This design comes from an exercise in tuning for small area, a short achievable clock period and few clock cycles per item on the open sky130 flow, not from production work.
Function was checked by simulation only, so behaviour that the tests miss may differ from the original.
No activity file was given, so power comes from the tool's default toggle rates.

==> design/flow/design.v <==
module loop_law (
    input  wire        clk,
    input  wire        rst,
    input  wire        start,
    output wire        ready,
    output reg         done,
    input  wire [31:0] r,
    input  wire [31:0] y,
    input  wire [63:0] ff,
    input  wire        scanner,
    input  wire        reverse,
    input  wire        d_on_error,
    input  wire        preset,
    input  wire [6:0]  gain_table,
    input  wire [31:0] e_norm,
    input  wire [15:0] dfilt,
    input  wire [15:0] aw,
    input  wire [31:0] umin,
    input  wire [31:0] umax,
    input  wire [31:0] imin,
    input  wire [31:0] imax,
    input  wire [31:0] slew,
    input  wire [63:0] i_in,
    input  wire [63:0] yf_in,
    input  wire [32:0] e_prev,
    input  wire [31:0] u_prev,
    output wire        tbl_rd,
    output wire [11:0] tbl_addr,
    input  wire [15:0] tbl_en,
    input  wire [31:0] tbl_kp,
    input  wire [31:0] tbl_ki,
    input  wire [31:0] tbl_kd,
    output reg  [31:0] u_out,
    output reg  [63:0] i_out,
    output reg  [63:0] yf_out,
    output reg  [32:0] e_out
);
    localparam S_IDLE = 4'd0;    
    localparam S_DIV1 = 4'd1;    
    localparam S_SCAN = 4'd2;    
    localparam S_DIV2 = 4'd3;    
    localparam S_IKP  = 4'd4;    
    localparam S_IKI  = 4'd5;    
    localparam S_IKD  = 4'd6;    
    localparam S_YF   = 4'd7;    
    localparam S_D    = 4'd8;    
    localparam S_P    = 4'd9;    
    localparam S_KIE  = 4'd10;   
    localparam S_U    = 4'd11;   
    localparam S_I    = 4'd12;   
    reg [3:0] state;
    wire signed [32:0] diff_full = $signed({r[31], r}) - $signed({y[31], y});
    wire        [31:0] diff_wrap = r - y;
    wire signed [32:0] e_raw     = scanner ? $signed({diff_wrap[31], diff_wrap}) : diff_full;
    wire signed [32:0] e_now     = reverse ? -e_raw : e_raw;
    wire        [32:0] ae_now    = e_now[32] ? -e_now : e_now;
    reg signed [32:0] e;
    reg  [15:0] en;
    reg  [31:0] rem1;
    reg  [15:0] div1_bits;    
    reg  [4:0]  cnt;
    wire [32:0] rem1_sh  = {rem1, div1_bits[15]};
    wire        rem1_ge  = rem1_sh >= {1'b0, e_norm};
    wire [32:0] rem1_sub = rem1_sh - {1'b0, e_norm};
    wire        en_sat   = {3'b000, ae_now} >= {e_norm, 4'b0000};
    reg  [4:0]  pt;           
    reg  [15:0] en_lo;
    reg  [31:0] kp_lo, ki_lo, kd_lo;
    reg  [15:0] en_hi;
    reg  [31:0] kp_hi, ki_hi, kd_hi;
    assign tbl_rd   = (state == S_IDLE && start) ||
                      (state == S_DIV1 && cnt == 5'd15) ||
                      (state == S_SCAN && tbl_en <= en && pt != 5'd31);
    assign tbl_addr = {gain_table, (state == S_SCAN) ? pt + 5'd1 : 5'd0};
    reg  [15:0] f;
    reg  [15:0] rem2;
    wire [15:0] den2     = en_hi - en_lo;
    wire [16:0] rem2_sh  = {rem2, 1'b0};
    wire        rem2_ge  = rem2_sh >= {1'b0, den2};
    wire [16:0] rem2_sub = rem2_sh - {1'b0, den2};
    reg [31:0] kp, ki, kd;
    reg  signed [32:0] mul_a;
    reg  signed [63:0] mul_b;
    wire signed [63:0] mul_y = {{31{mul_a[32]}}, mul_a} * mul_b;
    wire signed [63:0] e64     = {{31{e[32]}}, e};
    wire signed [63:0] ep64    = {{31{e_prev[32]}}, e_prev};
    wire signed [63:0] y64     = {{32{y[31]}}, y};
    wire signed [63:0] up64    = {{32{u_prev[31]}}, u_prev};
    wire signed [63:0] imin64  = {{32{imin[31]}}, imin} <<< 16;
    wire signed [63:0] imax64  = {{32{imax[31]}}, imax} <<< 16;
    wire signed [63:0] umin64  = {{32{umin[31]}}, umin} <<< 16;
    wire signed [63:0] umax64  = {{32{umax[31]}}, umax} <<< 16;
    wire signed [63:0] slew64  = {32'd0, slew};
    function [63:0] clamp;
        input signed [63:0] v;
        input signed [63:0] lo;
        input signed [63:0] hi;
        begin
            if (v < lo)
                clamp = lo;
            else if (v > hi)
                clamp = hi;
            else
                clamp = v;
        end
    endfunction
    reg signed [63:0] yf_new, p, d, kie, i0, u_raw, u;
    wire signed [32:0] dkp = $signed({kp_hi[31], kp_hi}) - $signed({kp_lo[31], kp_lo});
    wire signed [32:0] dki = $signed({ki_hi[31], ki_hi}) - $signed({ki_lo[31], ki_lo});
    wire signed [32:0] dkd = $signed({kd_hi[31], kd_hi}) - $signed({kd_lo[31], kd_lo});
    wire signed [63:0] k_rnd = mul_y + 64'sd32768;
    wire signed [63:0] d_filt   = mul_y >>> 16;
    wire signed [63:0] i_pre    = clamp((up64 <<< 16) - $signed(ff) - p - d, imin64, imax64);
    wire signed [63:0] i0_next  = preset ? i_pre : $signed(i_in);
    wire signed [63:0] uraw_nxt = $signed(ff) + p + i0_next + d;
    wire signed [63:0] u1       = clamp(uraw_nxt, umin64, umax64);
    wire signed [63:0] u2       = (slew != 32'd0) ? clamp(u1, (up64 - slew64) <<< 16, (up64 + slew64) <<< 16) : u1;
    wire signed [63:0] i_next   = clamp(i0 + kie + (mul_y >>> 16), imin64, imax64);
    wire        [63:0] u_neg    = -u;
    wire        [63:0] u_rnd_p  = (u + 64'sd32768) >>> 16;
    wire        [63:0] u_rnd_n  = (u_neg + 64'd32768) >> 16;
    wire        [63:0] u_round  = u[63] ? -u_rnd_n : u_rnd_p;
    always @(*) begin
        mul_a = 33'sd0;
        mul_b = 64'sd0;
        case (state)
            S_IKP: begin mul_a = dkp; mul_b = {48'd0, f}; end
            S_IKI: begin mul_a = dki; mul_b = {48'd0, f}; end
            S_IKD: begin mul_a = dkd; mul_b = {48'd0, f}; end
            S_YF:  begin mul_a = {17'd0, dfilt}; mul_b = (y64 <<< 16) - $signed(yf_in); end
            S_D:   begin mul_a = {kd[31], kd}; mul_b = d_on_error ? (e64 - ep64) : ($signed(yf_in) - yf_new); end
            S_P:   begin mul_a = {kp[31], kp}; mul_b = e64; end
            S_KIE: begin mul_a = {ki[31], ki}; mul_b = e64; end
            S_I:   begin mul_a = {17'd0, aw}; mul_b = u - u_raw; end
            default: ;
        endcase
    end
    assign ready = (state == S_IDLE);
    always @(posedge clk) begin
        if (rst) begin
            state <= S_IDLE;
            done  <= 1'b0;
        end else begin
            done <= 1'b0;
            case (state)
                S_IDLE: begin
                    if (start) begin
                        e         <= e_now;
                        rem1      <= {3'b000, ae_now[32:4]};
                        div1_bits <= {ae_now[3:0], 12'd0};
                        cnt       <= 5'd0;
                        pt        <= 5'd0;
                        if (en_sat) begin
                            en    <= 16'hFFFF;
                            state <= S_SCAN;
                        end else begin
                            state <= S_DIV1;
                        end
                    end
                end
                S_DIV1: begin
                    rem1      <= rem1_ge ? rem1_sub[31:0] : rem1_sh[31:0];
                    div1_bits <= {div1_bits[14:0], 1'b0};
                    en        <= {en[14:0], rem1_ge};
                    cnt       <= cnt + 5'd1;
                    if (cnt == 5'd15)
                        state <= S_SCAN;
                end
                S_SCAN: begin
                    if (tbl_en <= en) begin
                        en_lo <= tbl_en;
                        kp_lo <= tbl_kp;
                        ki_lo <= tbl_ki;
                        kd_lo <= tbl_kd;
                        pt    <= pt + 5'd1;
                        if (pt == 5'd31) begin
                            kp    <= tbl_kp;
                            ki    <= tbl_ki;
                            kd    <= tbl_kd;
                            state <= S_YF;
                        end
                    end else begin
                        en_hi <= tbl_en;
                        kp_hi <= tbl_kp;
                        ki_hi <= tbl_ki;
                        kd_hi <= tbl_kd;
                        rem2  <= en - en_lo;
                        cnt   <= 5'd0;
                        state <= S_DIV2;
                    end
                end
                S_DIV2: begin
                    rem2 <= rem2_ge ? rem2_sub[15:0] : rem2_sh[15:0];
                    f    <= {f[14:0], rem2_ge};
                    cnt  <= cnt + 5'd1;
                    if (cnt == 5'd15)
                        state <= S_IKP;
                end
                S_IKP: begin
                    kp    <= kp_lo + k_rnd[47:16];
                    state <= S_IKI;
                end
                S_IKI: begin
                    ki    <= ki_lo + k_rnd[47:16];
                    state <= S_IKD;
                end
                S_IKD: begin
                    kd    <= kd_lo + k_rnd[47:16];
                    state <= S_YF;
                end
                S_YF: begin
                    yf_new <= $signed(yf_in) + (mul_y >>> 16);
                    state  <= S_D;
                end
                S_D: begin
                    d     <= d_on_error ? mul_y : (reverse ? -d_filt : d_filt);
                    state <= S_P;
                end
                S_P: begin
                    p     <= mul_y;
                    state <= S_KIE;
                end
                S_KIE: begin
                    kie   <= mul_y;
                    state <= S_U;
                end
                S_U: begin
                    i0    <= i0_next;
                    u_raw <= uraw_nxt;
                    u     <= u2;
                    state <= S_I;
                end
                S_I: begin
                    u_out  <= u_round[31:0];
                    i_out  <= i_next;
                    yf_out <= yf_new;
                    e_out  <= e;
                    done   <= 1'b1;
                    state  <= S_IDLE;
                end
                default: state <= S_IDLE;
            endcase
        end
    end
endmodule
==> design/flow/run.sh <==
#!/bin/bash
# synth_recipe.tcl (not shown) runs the flow's synth.tcl, then flattens the netlist and writes it again
# the make line also repeats each setting of config.mk as NAME=value (left out here)
make -C /OpenROAD-flow-scripts/flow DESIGN_CONFIG=/design/flow/config.mk WORK_HOME=/design/flow/orfs CLKGATE_MAP_FILE= SYNTH_SCRIPT=/design/flow/synth_recipe.tcl finish
==> design/flow/config.mk <==
export PLATFORM = sky130hd
export DESIGN_NAME = loop_law
export DESIGN_NICKNAME = loop_law
export VERILOG_FILES = /design/flow/design.v
export SDC_FILE = /design/flow/constraint.sdc
export NUM_CORES = 4
export LEC_CHECK = 0
export CAP_MARGIN = 20
export CORE_MARGIN = 2
export CORE_UTILIZATION = 40
export SLEW_MARGIN = 20
==> design/flow/constraint.sdc <==
create_clock -name core_clock -period 30.0 [get_ports {clk}]
set_input_delay 6.0000 -clock core_clock [delete_from_list [all_inputs] [get_ports {clk}]]
set_output_delay 6.0000 -clock core_clock [all_outputs]
set_load 0.01 [all_outputs]
==> results.cfg <==
[outcome]
status = timing/DRC/antenna clean

[clock_network]
clkTransAtPathRegs_ns = 0.06
cts_resized = 0
holdBufCountCts = 0
htreeDepth = 4
cts-root-buf = clkbuf_16
cts.sinks = 1093
cts_max_path_buffers = 4
cts_tree = done
post_cts.repair.setup_buffers = 0
clock_latency_ns = 0.94
cts_buffers = 150

[timing]
slew_violations = 0
hold_viol = 0
clock_skew_ns = 0.113
fin_hold_ws_ns = 0.407
fin_crit_ns = 28.81
fin_crit_sh = 0.960
finalSetupViolCount = 0
max_slew_margin = 0.146
setup_tns_ns = 0
worst_pin_slew_ns = 1.27
timing.fmax_mhz = 34.7
layout_setup_ws_ns = 1.19
rsz0062_at_grt = no

[placed_design]
gp_congestion = 1.03
place_ws_ns = 0.0448
portBuffers = 864
dpl.hpwl_um = 530000

[pwr]
peakVddDrop_v = 0.000254
p_leak_nw = 78.2
p_per_area_nw_per_um2 = 67.5
total_power_w = 0.0116

[yosys]
syn_area_um2 = 151000
yosysSeqAreaShare = 0.217
avgSynthCellArea_um2 = 8.97
synthCells = 16800
syn-num-nets = 20600
async_flop_share = 0
synth_edf_count = 1088
ys_warn_count = 1
ys_types = 99
synth_top_flop_cell = edfxtp_1
ys_seq_elements = 1093

[floorplanning]
die_h_um = 618
dieArea_um2 = 382000
start_util = 0.402
ios = 879
row_count = 225
coreArea_um2 = 375000
die_w_um = 618

[routing]
antenna_left = 0
wl_um = 650000
vias_per_cell = 5.76
vias = 131000
drc = 0
dr.pass1.iters = 9
dr.first_iter.drc_count = 15200
wl_per_cell_um = 28.6

[setup_path]
crit_type = input pin to register
cp_max_fo = 33
cp-start-kind = input pin
required_ns = 30.78
slowest_stage = nand3_1
arrival_ns = 29.59
cp-end-kind = register
critPathMostFrequentCell = fa_1
max_stage_delay_ns = 0.90

[finish]
postLayoutCoreUtil = 0.459
fillers = 36400
final_common_cell = inv_1
final_nets = 21400
drive_gt1_frac = 0.0486
mostFrequentLayoutCells = inv_1, nand2_1, fa_1
area_delta_synth_final_pct = 14.2

[grt]
grt_overflow_total = 0
grt_max_degree = 137
grt_pass1_wl_um = 921000
grt_use_total = 0.336
antenna_found_initial = 96
grt_pass1_vias = 128000

[hold_path]
min_path_type = register to register

[run]
cap_violations = 0
## sequential cells by signal, indices dropped and copies added (netlist names), 32 cells and up
signal  cells
kd_lo      32
kp_hi      32
ki_lo      32
e          33
kp         32
kp_lo      32
kd         32
ki_hi      32
i_out      64
e_out      33
kie        64
yf_out     64
yf_new     64
kd_hi      32
i0         64
u          64
ki         32
rem1       32
u_raw      64
u_out      32
d          64
p          64
## Yosys cell counts (all sizes together), types with 31 or more instances
cell type / number / area (um^2)
a211oi: 75 / 588
xnor2: 734 / 6440
o31ai: 60 / 455
or3: 74 / 463
a222oi: 40 / 400
xor2: 278 / 2430
a22oi: 62 / 465
buf: 39 / 180
nor4: 63 / 407
and3: 92 / 576
edfxtp: 1088 / 32700
o21a: 103 / 773
clkbuf: 554 / 2080
a21boi: 38 / 285
nand3: 195 / 976
o211ai: 88 / 666
nor3: 169 / 846
nor2b: 197 / 1230
or2: 57 / 357
nand4: 183 / 1140
inv: 2871 / 10800
o21ai: 818 / 4090
fa: 1670 / 33400
mux2i: 87 / 871
nand2: 2024 / 7600
a31oi: 114 / 713
a21o: 448 / 3360
and2: 309 / 1930
o22a: 31 / 272
o21bai: 154 / 1160
a21oi: 1006 / 5040
ha: 1490 / 18600
nand2b: 230 / 1440
nor2: 835 / 3140
## layout make-up
cell class,count,area (um^2),area share
flip-flops and latches,1093,32800,0.190
clock inverters,84,800,0.00465
clock buffers,181,3970,0.0231
repair buffers,1234,11500,0.0669
well taps,4994,6250,0.0363
diodes,64,160,0.000931
inverters,2875,10800,0.0627
multi-input cells,12200,106000,0.615
## critical path: cells and delay by family
family	cells	cell delay (ns)
XOR/XNOR	4	1.42
AND/OR/NAND/NOR	13	4.24
buffers and inverters	10	1.83
adder cells (fa/ha/maj)	13	6.32
AO/OA/AOI/OAI	36	9.01
multiplexers	1	0.65
## power breakdown
part	switching (W)	internal, W
logic	0.00488	0.00279
clock network	0.000797	0.00104
registers	0.0000705	0.00203
total	0.00575	0.00586
## per-stage QoR
| step | std cells | area (um^2) |
|---|---|---|
| final | 22800 | 172000 |
| after global routing | 22700 | 172000 |
| after CTS | 22700 | 172000 |
| after detailed placement | 22400 | 167000 |
| after global placement | 22400 | 167000 |
| after floorplan | 16800 | 151000 |
## layer usage
layer,share of wire,GRT usage
met3,0.11,0.0853
met2,0.42,0.494
met4,0.083,0.228
met5,0.00039,0
met1,0.39,0.433
## path summary, 6_finish.rpt
check        startpoint         to  slack, ns  depth (start not counted)
max            yf_in[2]  i_out[56]       1.19                         77
max reg2reg        e[0]  i_out[56]       5.93                         82
min                f[4]       f[5]       0.41                          0
min reg2reg        f[4]       f[5]       0.41                          0
## cell families after synthesis
kind of cell | after synthesis | share of synthesized area
compound gates | 3417 | 0.144
xor+xnor | 1019 | 0.0599
fa+ha+maj | 3160 | 0.345
flops | 1093 | 0.217
simple gates | 4531 | 0.139
mux | 113 | 0.00772
buf+inv | 3468 | 0.0866
Testbench counts, summed over its fixed seeds: cycles 163,646, items 3,200.

==> static timing again, ports no longer ideal <==
The flow's constraints put no driver on any port. The routed layout listed below was extracted and timed again, unchanged, in two steps. Step 1 sets driving cells, clkbuf_16 on the clock port and buf_2 on the other inputs (assumed; they add their load-dependent delay and slew). Step 2 adds t to the input delays and takes it off the output delays; t is the mean of the earliest and latest rising clock arrival at the registers after step 1. Input paths then give back, and output paths get back, about the clock's delay inside the block. Slacks: no drivers / after step 1 / after step 2; pairs: no drivers / after step 1.
t, ns: 1.007
setup slack, ns: 1.188 / 1.049 / 0.042
clock arrival spread, ns: 0.115 / 0.115
After both steps setup and hold are still met in this run. For this run, drivers alone change the setup slack by -0.139 ns; drivers and shift together by -1.146 ns.
